Context: an optimization exercise on an open-source flow, tuned for small area, a short achievable clock period and few clock cycles per item. The choices shown serve that exercise and are no tape-out recipe. Only simulation tests tie the RTL to the original design; equivalence was not proved.

== run a ==
Design rs_c2c3_decoder, start of the top module:
module rs_c2c3_decoder (
    input  wire         clk,
    input  wire         rst,         
    input  wire         in_valid,
    output wire         in_ready,
    input  wire         in_mode,     
    input  wire [255:0] in_data,
    input  wire [31:0]  in_erase,
    output reg          out_valid,
    input  wire         out_ready,
    output wire [255:0] out_data,
    output wire [31:0]  out_erase,
    output wire [1:0]   out_status
);
==> flow/config.mk <==
export PLATFORM = sky130hd
export DESIGN_NAME = rs_c2c3_decoder
export DESIGN_NICKNAME = rs_c2c3_decoder
export VERILOG_FILES = /design/flow/design.v
export SDC_FILE = /design/flow/constraint.sdc
export NUM_CORES = 4
export LEC_CHECK = 0
export CAP_MARGIN = 20
export CORE_MARGIN = 2
export CORE_UTILIZATION = 55
export CTS_BUF_LIST = sky130_fd_sc_hd__clkbuf_16
export CTS_CLUSTER_DIAMETER = 100
export CTS_CLUSTER_SIZE = 20
export SLEW_MARGIN = 20
==> flow/constraint.sdc <==
create_clock -name core_clock -period 25.0 [get_ports {clk}]
set_input_delay 5.0000 -clock core_clock [delete_from_list [all_inputs] [get_ports {clk}]]
set_output_delay 5.0000 -clock core_clock [all_outputs]
set_load 0.01 [all_outputs]
standard.sh (not shown) runs the stock make flow with config.mk's settings and CLKGATE_MAP_FILE= SYNTH_SCRIPT=/design/flow/synth_recipe.tcl, a recipe that flattens the netlist after the stock synthesis.
==> flow/flow/run.sh <==
#!/bin/bash
# The standard layout, with plain buffers (not delay cells) on the ports and
# timing repair aiming for slack beyond the clock's, so the layout reaches a
# shorter period than the 25 ns it is built at.
set -euo pipefail
export BUFFER_PORTS_ARGS="-buffer_cell sky130_fd_sc_hd__buf_1"
export SETUP_SLACK_MARGIN=14.8
export TNS_END_PERCENT=100
bash standard.sh > standard.log 2>&1
Run a did not stop at any stage, and its layout met the timing, design-rule and antenna checks.
Testbench counts of run a, summed over its fixed seeds: cycles 12,008, items 12,000.
Inputs modified between run a and run b:
diff --git a/flow/design.v b/flow/design.v
--- a/flow/design.v
+++ b/flow/design.v
@@ -318,36 +318,34 @@
 assign s1 = x1;
 reg [7:0] zx;
 always @* begin
   zx = 8'd0;
   for (i = 0; i < 32; i = i + 1)
     zx = zx ^ ({8{e[i]}} & gf_mulc(8'h01, 31 - i));
 end
+reg [4:0] p, q;
+always @* begin
+  p = 5'd0;
+  q = 5'd0;
+  for (i = 31; i >= 0; i = i - 1)
+    if (e[i]) p = i[4:0];
+  for (i = 0; i < 32; i = i + 1)
+    if (e[i]) q = i[4:0];
+end
 reg [31:0] below, above;
 always @* begin
   below[0] = 1'b0;
   for (i = 1; i < 32; i = i + 1)
     below[i] = below[i-1] | e[i-1];
   above[31] = 1'b0;
   for (i = 30; i >= 0; i = i - 1)
     above[i] = above[i+1] | e[i+1];
 end
-wire [31:0] f1 = e & ~below;
-wire [31:0] f2 = e & ~above;
-reg [4:0] p, q;
-always @* begin
-  p = 5'd0;
-  q = 5'd0;
-  for (i = 0; i < 32; i = i + 1) begin
-    p = p | ({5{f1[i]}} & i[4:0]);
-    q = q | ({5{f2[i]}} & i[4:0]);
-  end
-end
 assign no_er  = (e == 32'd0);
-wire   multi  = |(e & below);
+wire   multi  = (p != q);
 assign many   = |(e & below & above);
 assign one_er = ~no_er & ~multi;
 assign two_er = multi & ~many;
 wire [4:0] dq = q - p;
 assign k1 = gf_inv(no_er ? s0 : zx);
 reg [7:0] cd;
 always @* begin
In run b, footprint of the multi-input gates is higher than in run a. On number of nets in the synthesized netlist: between run a and run b, it ends up higher for run a. Run b and run a ended up with roughly the same H-tree level count. Going from run a to run b, clock transition at the registers of the reported paths rose by 20 ps, total length of routed wires rose by about 2.6%, met1 track utilization from global routing rose by 3.4 points. Looking at run a and run b, the final setup slack of the worst path is a wash. Compared run b vs run a, and wire length of the first global-routing pass is up in run b.
Testbench counts of run b, summed over its fixed seeds: cycles 12,008, items 12,000.

========
## run C
rs_c2c3_decoder with an RTL version that a note above also has.
Size in the first run: ~3,300 cells after synthesis, about 590 I/O pins.
==> flow/config.mk <==
export PLATFORM = sky130hd
export DESIGN_NAME = rs_c2c3_decoder
export DESIGN_NICKNAME = rs_c2c3_decoder
export VERILOG_FILES = /design/flow/design.v
export SDC_FILE = /design/flow/constraint.sdc
export NUM_CORES = 4
export LEC_CHECK = 0
export CAP_MARGIN = 20
export CORE_MARGIN = 2
export CORE_UTILIZATION = 55
export CTS_BUF_LIST = sky130_fd_sc_hd__clkbuf_8
export CTS_CLUSTER_DIAMETER = 60
export CTS_CLUSTER_SIZE = 15
export SLEW_MARGIN = 20
==> flow/constraint.sdc <==
create_clock -name core_clock -period 25.0 [get_ports {clk}]
set_input_delay 5.0000 -clock core_clock [delete_from_list [all_inputs] [get_ports {clk}]]
set_output_delay 5.0000 -clock core_clock [all_outputs]
set_load 0.01 [all_outputs]
Scripts as last shown in full above: flow/flow/run.sh
Testbench counts of run C, summed over its fixed seeds: cycles 12,008, items 12,000.
Modified inputs, run D compared to run C
-- flow/design.v --
<<< run C, line 323
    zx = zx ^ ({8{e[i]}} & gf_mulc(8'h01, 31 - i));
end
reg [4:0] p, q;
always @* begin
  p = 5'd0;
  q = 5'd0;
  for (i = 31; i >= 0; i = i - 1)
    if (e[i]) p = i[4:0];
  for (i = 0; i < 32; i = i + 1)
    if (e[i]) q = i[4:0];
end
reg [31:0] below, above;
always @* begin
>>> run D, line 323
    zx = zx ^ ({8{e[i]}} & gf_mulc(8'h01, 31 - i));
end
reg [31:0] below, above;
always @* begin
<<< run C, line 341
    above[i] = above[i+1] | e[i+1];
end
assign no_er  = (e == 32'd0);
wire   multi  = (p != q);
assign many   = |(e & below & above);
assign one_er = ~no_er & ~multi;
>>> run D, line 332
    above[i] = above[i+1] | e[i+1];
end
wire [31:0] f1 = e & ~below;
wire [31:0] f2 = e & ~above;
reg [4:0] p, q;
always @* begin
  p = 5'd0;
  q = 5'd0;
  for (i = 0; i < 32; i = i + 1) begin
    p = p | ({5{f1[i]}} & i[4:0]);
    q = q | ({5{f2[i]}} & i[4:0]);
  end
end
assign no_er  = (e == 32'd0);
wire   multi  = |(e & below);
assign many   = |(e & below & above);
assign one_er = ~no_er & ~multi;
==> comparison <==
Run D reached the final stage; the timing, design-rule and antenna checks on its layout passed. Per the comparison of run D with run C, area growth from synthesis to layout saw a decrease. Worst hold slack: run C and run D compared, higher one is run C. After detailed routing, run C needs more wire than run D. Detailed route wirelength on metal3, run C and run D: higher on run C. Min design area across run C and run D: run D. Run D ends up with a area of the placeable core that is 950 um^2 lower than in run C. Routed metal-1 wire length, run D vs run C: down by a few percent. Compared with run C, run D shows starting density of the core higher by 0.42 points. Going from run C to run D, total nets after synthesis moved up; first-pass GRT wire length held steady; total vias in the final route up 174.
Testbench counts of run D, summed over its fixed seeds: cycles 12,008, items 12,000.

separate check: timing with driven ports:
Ports are ideal in the flow. The routed layouts listed here were re-timed in OpenROAD.
Step 1 (the two cells are an assumption about what drives the block):
set clk [get_ports {clk}]
set_driving_cell -lib_cell sky130_fd_sc_hd__clkbuf_16 $clk
set_driving_cell -lib_cell sky130_fd_sc_hd__buf_2 [delete_from_list [all_inputs] $clk]
Step 2, shift: input delay + t, output delay - t, t = (earliest + latest rising clock arrival at the registers) / 2. This alone moves slack from input paths to output paths.
Slacks: ideal / step 1 / step 2; pairs: ideal / step 1.
| run | t, ns | slack for setup (ns) | latest minus earliest clock arrival (ns) | slew at the worst register clock pin (ns) | pins driven straight from the clock port |
|---|---|---|---|---|---|
| run a | 0.640 | 14.675 / 14.645 / 14.488 | 0.041 / 0.040 | 0.10 / 0.10 | 1 |
| run b | 0.633 | 14.673 / 14.651 / 14.507 | 0.023 / 0.023 | 0.10 / 0.10 | 1 |
| run C | 0.708 | 14.676 / 14.653 / 14.256 | 0.042 / 0.041 | 0.11 / 0.11 | 1 |
| run D | 0.713 | 14.680 / 14.650 / 14.392 | 0.052 / 0.051 | 0.10 / 0.10 | 1 |
After both steps setup and hold are still met in every run listed. For run C, which loses most, drivers alone change the setup slack by -0.023 ns; drivers and shift together by -0.420 ns.
